What follows belongs to an exercise in optimizing a design on an open flow for small area, a short achievable clock period and few clock cycles per item; a production flow would make more cautious choices.
In this exercise RTL edits were held to simulation tests only and were not proved equivalent to the original.
Power is estimated from default activity; no workload was simulated.

[flow/design.v]
module press_f0_dec (
    input  wire        clk,
    input  wire        rst,
    input  wire        in_valid,
    output wire        in_ready,
    input  wire [31:0] in_data,
    input  wire        in_last,
    input  wire [31:0] in_base,
    input  wire [31:0] in_first_run,
    input  wire [13:0] in_nw,
    output wire        out_valid,
    input  wire        out_ready,
    output wire [31:0] out_data,
    output wire        out_last
);
    localparam [31:0] NO_RUN = 32'hC000_0000;
    localparam [1:0]  C_M = 2'd0, C_G = 2'd1, C_S = 2'd2, C_L = 2'd3;
    localparam [2:0] S_IDLE = 3'd0,     
                     S_DISP = 3'd1,     
                     S_RU   = 3'd2,     
                     S_RR   = 3'd3,     
                     S_RAW  = 3'd4,     
                     S_OUT  = 3'd5,     
                     S_END  = 3'd6;     
    reg [2:0]  state;
    reg [63:0] bbuf;
    reg [6:0]  cnt;
    reg        got_last;        
    reg [31:0] p, q;
    reg [19:0] ps;
    reg [10:0] need;
    reg [2:0]  body;
    reg [13:0] left;            
    reg [31:0] ctx_a [0:3];
    reg [5:0]  ctx_n [0:3];
    reg [1:0]  cur;
    reg [4:0]  k_r;
    reg [4:0]  uq;              
    reg        esc_r;
    reg [5:0]  m_left;          
    reg [5:0]  npos;            
    reg [31:0] r;
    reg [21:0] z_s;             
    reg [31:0] x;               
    reg        o_valid;
    reg [31:0] o_data;
    reg        o_last;
    assign out_valid = o_valid;
    assign out_data  = o_data;
    assign out_last  = o_last;
    function [4:0] rice_k;
        input [31:0] a;
        input [5:0]  n;
        integer i;
        reg [63:0] t;
        begin
            rice_k = 5'd31;
            for (i = 30; i >= 0; i = i - 1) begin
                t = {58'd0, n} << i;
                if (t >= {32'd0, a})
                    rice_k = i[4:0];
            end
        end
    endfunction
    function [4:0] ones24;
        input [23:0] v;
        integer i;
        reg stop;
        begin
            ones24 = 5'd0;
            stop = 1'b0;
            for (i = 0; i < 24; i = i + 1) begin
                if (!stop && v[i])
                    ones24 = ones24 + 5'd1;
                else
                    stop = 1'b1;
            end
        end
    endfunction
    wire is_value = (need != 11'd0);
    wire is_body  = !is_value && (body != 3'd0);
    wire [4:0]  k_c   = rice_k(ctx_a[cur], ctx_n[cur]);
    wire [4:0]  n_one = ones24(bbuf[23:0]);
    wire [31:0] low_k = bbuf[31:0] & ((32'd1 << k_r) - 32'd1);
    wire [31:0] u_val = esc_r ? bbuf[31:0] : (({27'd0, uq} << k_r) | low_k);
    reg  [6:0] want;
    reg  [6:0] take;
    always @(*) begin
        want = 7'd0;
        take = 7'd0;
        case (state)
            S_DISP: begin
                want = is_body ? 7'd32 : 7'd1;
                take = want;
            end
            S_RU: begin
                want = 7'd25;
                take = (n_one == 5'd24) ? 7'd24 : {2'd0, n_one} + 7'd1;
            end
            S_RR: begin
                want = esc_r ? 7'd32 : {2'd0, k_r};
                take = want;
            end
            S_RAW: begin
                want = 7'd32;
                take = 7'd32;
            end
            default: ;
        endcase
    end
    wire have = (cnt >= want) || got_last;
    wire go   = have && (state == S_DISP || state == S_RU || state == S_RR || state == S_RAW);
    wire [63:0] buf_c = go ? (bbuf >> take) : bbuf;
    wire [6:0]  cnt_c = go ? ((cnt > take) ? cnt - take : 7'd0) : cnt;
    assign in_ready = !got_last && (cnt <= 7'd32);
    wire take_in = in_valid && in_ready;
    wire signed [21:0] z_d = z_s[0] ? -$signed({1'b0, z_s[21:1]}) - 22'sd1
                                    :  $signed({1'b0, z_s[21:1]});
    wire [19:0] skip_new = ps + z_d[19:0];    
    integer c;
    always @(posedge clk) begin
        if (rst) begin
            state    <= S_IDLE;
            cnt      <= 7'd0;
            bbuf     <= 64'd0;
            got_last <= 1'b0;
            o_valid  <= 1'b0;
        end else begin
            if (out_ready)
                o_valid <= 1'b0;
            if (take_in) begin
                bbuf <= buf_c | ({32'd0, in_data} << cnt_c);
                cnt  <= cnt_c + 7'd32;
                if (in_last)
                    got_last <= 1'b1;
            end else begin
                bbuf <= buf_c;
                cnt  <= cnt_c;
            end
            if (take_in && state == S_IDLE) begin
                p    <= in_base;
                q    <= 32'd0;
                body <= 3'd0;
                left <= in_nw;
                if (in_first_run != NO_RUN) begin
                    ps   <= in_first_run[19:0];
                    need <= {1'b0, in_first_run[29:20]} + 11'd1;
                end else begin
                    ps   <= 20'd0;
                    need <= 11'd0;
                end
                for (c = 0; c < 4; c = c + 1) begin
                    ctx_a[c] <= 32'd1;
                    ctx_n[c] <= 6'd1;
                end
                state <= S_DISP;
            end
            case (state)
                S_DISP: if (go) begin
                    if (is_value) begin
                        if (bbuf[0]) begin
                            x     <= p ^ q;
                            state <= S_OUT;
                        end else begin
                            cur   <= C_M;
                            r     <= 32'd0;
                            npos  <= 6'd0;
                            state <= S_RU;
                        end
                    end else if (is_body) begin
                        x     <= bbuf[31:0];
                        state <= S_OUT;
                    end else begin
                        if (bbuf[0]) begin
                            state <= S_RAW;
                        end else begin
                            cur   <= C_S;
                            state <= S_RU;
                        end
                    end
                end
                S_RU: if (go) begin
                    k_r   <= k_c;
                    uq    <= n_one;
                    esc_r <= (n_one == 5'd24);
                    state <= S_RR;
                end
                S_RR: if (go) begin
                    if (ctx_n[cur] == 6'd31) begin
                        ctx_a[cur] <= (ctx_a[cur] + u_val) >> 1;
                        ctx_n[cur] <= 6'd16;
                    end else begin
                        ctx_a[cur] <= ctx_a[cur] + u_val;
                        ctx_n[cur] <= ctx_n[cur] + 6'd1;
                    end
                    case (cur)
                        C_M: begin
                            m_left <= u_val[5:0];
                            if (u_val[5:0] == 6'd0) begin
                                x     <= p;
                                state <= S_OUT;
                            end else begin
                                cur   <= C_G;
                                state <= S_RU;
                            end
                        end
                        C_G: begin
                            r      <= r | (32'd1 << (npos[4:0] + u_val[4:0]));
                            npos   <= npos + u_val[5:0] + 6'd1;
                            m_left <= m_left - 6'd1;
                            if (m_left == 6'd1) begin
                                x     <= p ^ (r | (32'd1 << (npos[4:0] + u_val[4:0])));
                                state <= S_OUT;
                            end else begin
                                state <= S_RU;
                            end
                        end
                        C_S: begin
                            z_s   <= u_val[21:0];
                            cur   <= C_L;
                            state <= S_RU;
                        end
                        default: begin
                            x     <= {2'b00, u_val[9:0], skip_new};
                            state <= S_OUT;
                        end
                    endcase
                end
                S_RAW: if (go) begin
                    x     <= bbuf[31:0];
                    state <= S_OUT;
                end
                S_OUT: if (!o_valid || out_ready) begin
                    o_valid <= 1'b1;
                    o_data  <= x;
                    o_last  <= (left == 14'd1);
                    left    <= left - 14'd1;
                    if (is_value) begin
                        q    <= x ^ p;
                        p    <= x;
                        need <= need - 11'd1;
                    end else if (is_body) begin
                        body <= body - 3'd1;
                    end else if (x[31:30] == 2'b00) begin
                        ps   <= x[19:0];
                        need <= {1'b0, x[29:20]} + 11'd1;
                    end else if (x[31:30] == 2'b10) begin
                        body <= 3'd5;
                    end
                    state <= (left == 14'd1) ? S_END : S_DISP;
                end
                S_END: begin
                    if (got_last) begin
                        bbuf     <= 64'd0;
                        cnt      <= 7'd0;
                        got_last <= 1'b0;
                        state    <= S_IDLE;
                    end
                end
                default: ;
            endcase
        end
    end
endmodule
[flow/run.sh]
#!/bin/bash
# synth_recipe.tcl (not shown) runs the flow's synth.tcl, then flattens the netlist and writes it again
# the make line also repeats each setting of config.mk as NAME=value (left out here)
make -C /OpenROAD-flow-scripts/flow DESIGN_CONFIG=/design/flow/config.mk WORK_HOME=/design/flow/orfs CLKGATE_MAP_FILE= SYNTH_SCRIPT=/design/flow/synth_recipe.tcl finish
[flow/config.mk]
export PLATFORM = sky130hd
export DESIGN_NAME = press_f0_dec
export DESIGN_NICKNAME = press_f0_dec
export VERILOG_FILES = /design/flow/design.v
export SDC_FILE = /design/flow/constraint.sdc
export NUM_CORES = 4
export LEC_CHECK = 0
export CAP_MARGIN = 20
export CORE_MARGIN = 2
export CORE_UTILIZATION = 40
export PLACE_DENSITY = 0.6
export SLEW_MARGIN = 20
[flow/constraint.sdc]
create_clock -name core_clock -period 22.0 [get_ports {clk}]
set_input_delay 4.4000 -clock core_clock [delete_from_list [all_inputs] [get_ports {clk}]]
set_output_delay 4.4000 -clock core_clock [all_outputs]
set_load 0.01 [all_outputs]
==> results.txt <==
layer usage:
| layer | GRT usage, % | wire, µm | vias up |
|---|---|---|---|
| li1 | - | - | 16500 |
| met2 | 39.51 | 58610 | 1735 |
| met3 | 3.626 | 11910 | 275 |
| met1 | 36.30 | 58110 | 17060 |
| met4 | 9.710 | 5332 | 0 |
| met5 | 0 | 0 | - |
tightest hold or removal path: cells and delay by family, from the launching register on:
kind	cells	cell delay, ps
and+or+nand+nor	1	90
DFF	1	310
AOI/OAI and AO/OA	1	60
synth_stat cells (12+ instances only):
cell type,count
clkbuf_1,187
inv_1,165
nor4_1,24
o21a_1,24
a221oi_1,36
and2_1,43
a211oi_1,22
a21boi_0,12
a22oi_1,53
nor3_1,85
o31ai_1,12
nand2_1,482
o211ai_1,14
a21oi_1,295
a21o_1,61
buf_2,22
a31o_2,16
a31oi_1,90
xnor2_1,113
ha_1,278
mux2_2,40
nand3_1,61
a221o_1,15
and3_1,31
o21ai_0,304
nor2b_1,76
xor2_1,93
edfxtp_1,406
or3_1,28
o22ai_1,63
nand4_1,15
nor2_1,500
or2_2,15
o221ai_1,20
a22o_1,65
mux4_2,44
a222oi_1,13
dfxtp_1,78
nand2b_1,72
buf_1,39
mux2i_1,245
worst paths after layout:
path	to	from	slack [ps]
hold / removal	o_valid	o_valid	520
setup / recovery	bbuf[29]	bbuf[0]	5200
hold reg to reg	o_valid	o_valid	520
setup reg to reg	bbuf[29]	bbuf[0]	5200
metrics by stage:
stage                     util, %  hold WS (ps)  area, µm²
after floorplan                 -         469.6      39650
after global placement      43.24         510.7      42500
after detailed placement    43.25         512.7      42500
after CTS                   45.18         523.6      44400
after global routing        45.19         576.3      44410
final                       45.20         517.6      44420
flip-flops by register name (all words and copies together), names as in the netlist, 2 cells and up, named ones only:
signal / flops
ctx_a: 128
bbuf: 64
o_data: 32
p: 32
q: 32
r: 32
x: 32
ctx_n: 24
z_s: 21
ps: 20
left: 14
need: 11
cnt: 7
m_left: 6
k_r: 5
npos: 5
uq: 5
body: 3
state: 3
cur: 2
power by group:
part | switching [mW] | internal (mW)
combinational | 1.58 | 0.980
clock | 0.409 | 0.571
sequential | 0.230 | 1.22
total | 2.22 | 2.77
cell families (layout without fill, tap and decap cells):
| family | Yosys count | in the layout | share of synthesized area, % |
|---|---|---|---|
| AO/OA/AOI/OAI | 1221 | 1221 | 19.85 |
| adder cells (fa/ha/maj) | 284 | 284 | 9.051 |
| AND/OR/NAND/NOR | 1485 | 1485 | 17.13 |
| XOR/XNOR | 217 | 217 | 5.141 |
| flip-flops | 484 | 484 | 34.69 |
| multiplexers | 330 | 330 | 9.856 |
| other | 0 | 5 | 0 |
| buffers and inverters | 428 | 501 | 4.282 |
layout make-up:
type / instances / area (µm²)
Sequential cell: 484 / 13760
Tap cell: 1287 / 1610
Timing Repair Buffer: 232 / 2112
Multi-Input combinational cell: 3537 / 24400
Inverter: 167 / 629.4
Fill cell: 9456 / 53850
Clock buffer: 68 / 1468
Antenna cell: 5 / 12.51
Clock inverter: 34 / 432.9
==> flow_metrics.env <==
export IMPL_start_kind="flip-flop"
export IMPL_vias_per_cell=6.118
export IMPL_dp_cells=5707
export IMPL_required_ps=22500
export IMPL_avgRoutedWirePerCell_um=23.04
export IMPL_worst_slew_margin_rel_pct=17.03
export IMPL_p_leak_nw=17.41
export IMPL_fin_skew_ps=39.28
export IMPL_worstSetupPathType="reg -> reg"
export IMPL_area_delta_synth_final_pct=12.05
export IMPL_cp_depth=68
export IMPL_syn_inst=4449
export IMPL_status="timing/DRC/antenna clean"
export IMPL_core_area_um2=98280
export IMPL_cp_max_fo=62
export IMPL_syn_area_um2=39650
export IMPL_hold_violations=0
export IMPL_path_clk_slew_ps=60
export IMPL_fmax_mhz=59.54
export IMPL_crit_path_frequent_cell="ha_1"
export IMPL_arrival_ps=17290
export IMPL_slowest_delay_ps=910
export IMPL_antenna_found_initial=4
export IMPL_synth_warnings=1
export IMPL_ys_ff_latch=484
export IMPL_most_common_layout_cells="nor2_1 (495), nand2_1 (481), edfxtp_1 (406)"
export IMPL_crit_buf_inv=3
export IMPL_grt_overflow_total=0
export IMPL_final_nets=4875
export IMPL_rr_worst_depth=68
export IMPL_post_dp_hpwl_um=95980
export IMPL_synth_top_area_share_pct=30.75
export IMPL_rows=115
export IMPL_num_io_pins=150
export IMPL_grt_first_pass_wirelength_um=205200
export IMPL_drtIter0Drc=4312
export IMPL_synthArstFlopShare_pct=0
export IMPL_numCtsBuffers=55
export IMPL_post_cts_buffers=0
export IMPL_final_common_cell="nor2_1"
export IMPL_hold_class="reg -> reg"
export IMPL_drv_cap=0
export IMPL_htreeDepth=2
export IMPL_syn_num_nets=4847
export IMPL_grt_max_degree=105
export IMPL_ant_nets=0
export IMPL_min_period_ps=16800
export IMPL_setup_tns_ps=0
export IMPL_synth_main_ff_cell="edfxtp_1"
export IMPL_crit_family="compound AO/OA/AOI/OAI gates"
export IMPL_die_w_um=318.8
export IMPL_crit_path_top_delay_cell="a22o_2"
export IMPL_holdPathStages=2
export IMPL_place_gp_congestion=0.9548
export IMPL_final_setup_viol_count=0
export IMPL_fin_ws_ps=5204
export IMPL_drc=0
export IMPL_ctsResizeCount=0
export IMPL_synth_avg_cell_area_um2=8.911
export IMPL_fp_dieH_um=318.8
export IMPL_start_util_pct=40.34
export IMPL_rsz0062_at_grt="no"
export IMPL_cts_root_buf="clkbuf_16"
export IMPL_numClockSinks=484
export IMPL_yosysTopAreaCell="edfxtp_1"
export IMPL_worst_slew_pin_slew_ps=1240
export IMPL_clk_latency_ps=650
export IMPL_synth_top_cells_by_area="edfxtp_1 (31%), ha_1 (8.8%), mux2i_1 (6.2%)"
export IMPL_cts_tree="yes"
export IMPL_numPortBuffers=149
export IMPL_grt_pass1_vias=33500
export IMPL_final_cells=5814
export IMPL_hold_buffers=0
export IMPL_ys_seq_area_share_pct=34.69
export IMPL_dr_total_vias=35570
export IMPL_maxSlewViolCount=0
export IMPL_vdd_ir_drop_max_v=0.00006904
export IMPL_die_area_um2=101700
export IMPL_cellPowerDensity_nw_per_um2=112.3
export IMPL_synth_cell_types=101
export IMPL_cts_buffer_depth=3
export IMPL_crit_path_end_kind="flip-flop"
export IMPL_firstDrtPassIters=6
export IMPL_synth_edf_count=406
export IMPL_wl_um=134000
export IMPL_drive_gt1_share_pct=7.784
export IMPL_grt_total_usage_pct=25.62
export IMPL_period_share_pct=76.34
export IMPL_power_total_mw=4.988
export IMPL_dp_slack_ps=5570
Testbench counts, summed over its fixed seeds: cycles 1,049,037, items 152,338.

-- separate check: timing with driven ports --
No port has a modelled driver above. Below, the same layout with a new extraction and two added sets of constraints. Step 1, drivers: a clkbuf_16 drives clk and a buf_2 each remaining input, both assumed. Step 2 adds t to the input delays and takes it off the output delays; t is the mean of the earliest and latest rising clock arrival at the registers after step 1. Input paths then give back, and output paths get back, about the clock's delay inside the block. Slacks: ideal ports / drivers / drivers and shift; pairs: ideal ports / drivers.
t, ns: 0.705
setup slack, ns: 5.204 / 5.204 / 5.204
worst data-port slew with drivers (ns): 0.05
cell pins on the clock port's net: 1
After both steps this run still meets setup and hold. The setup slack of this run moves by 0.000 ns with the drivers and by 0.000 ns with both steps.
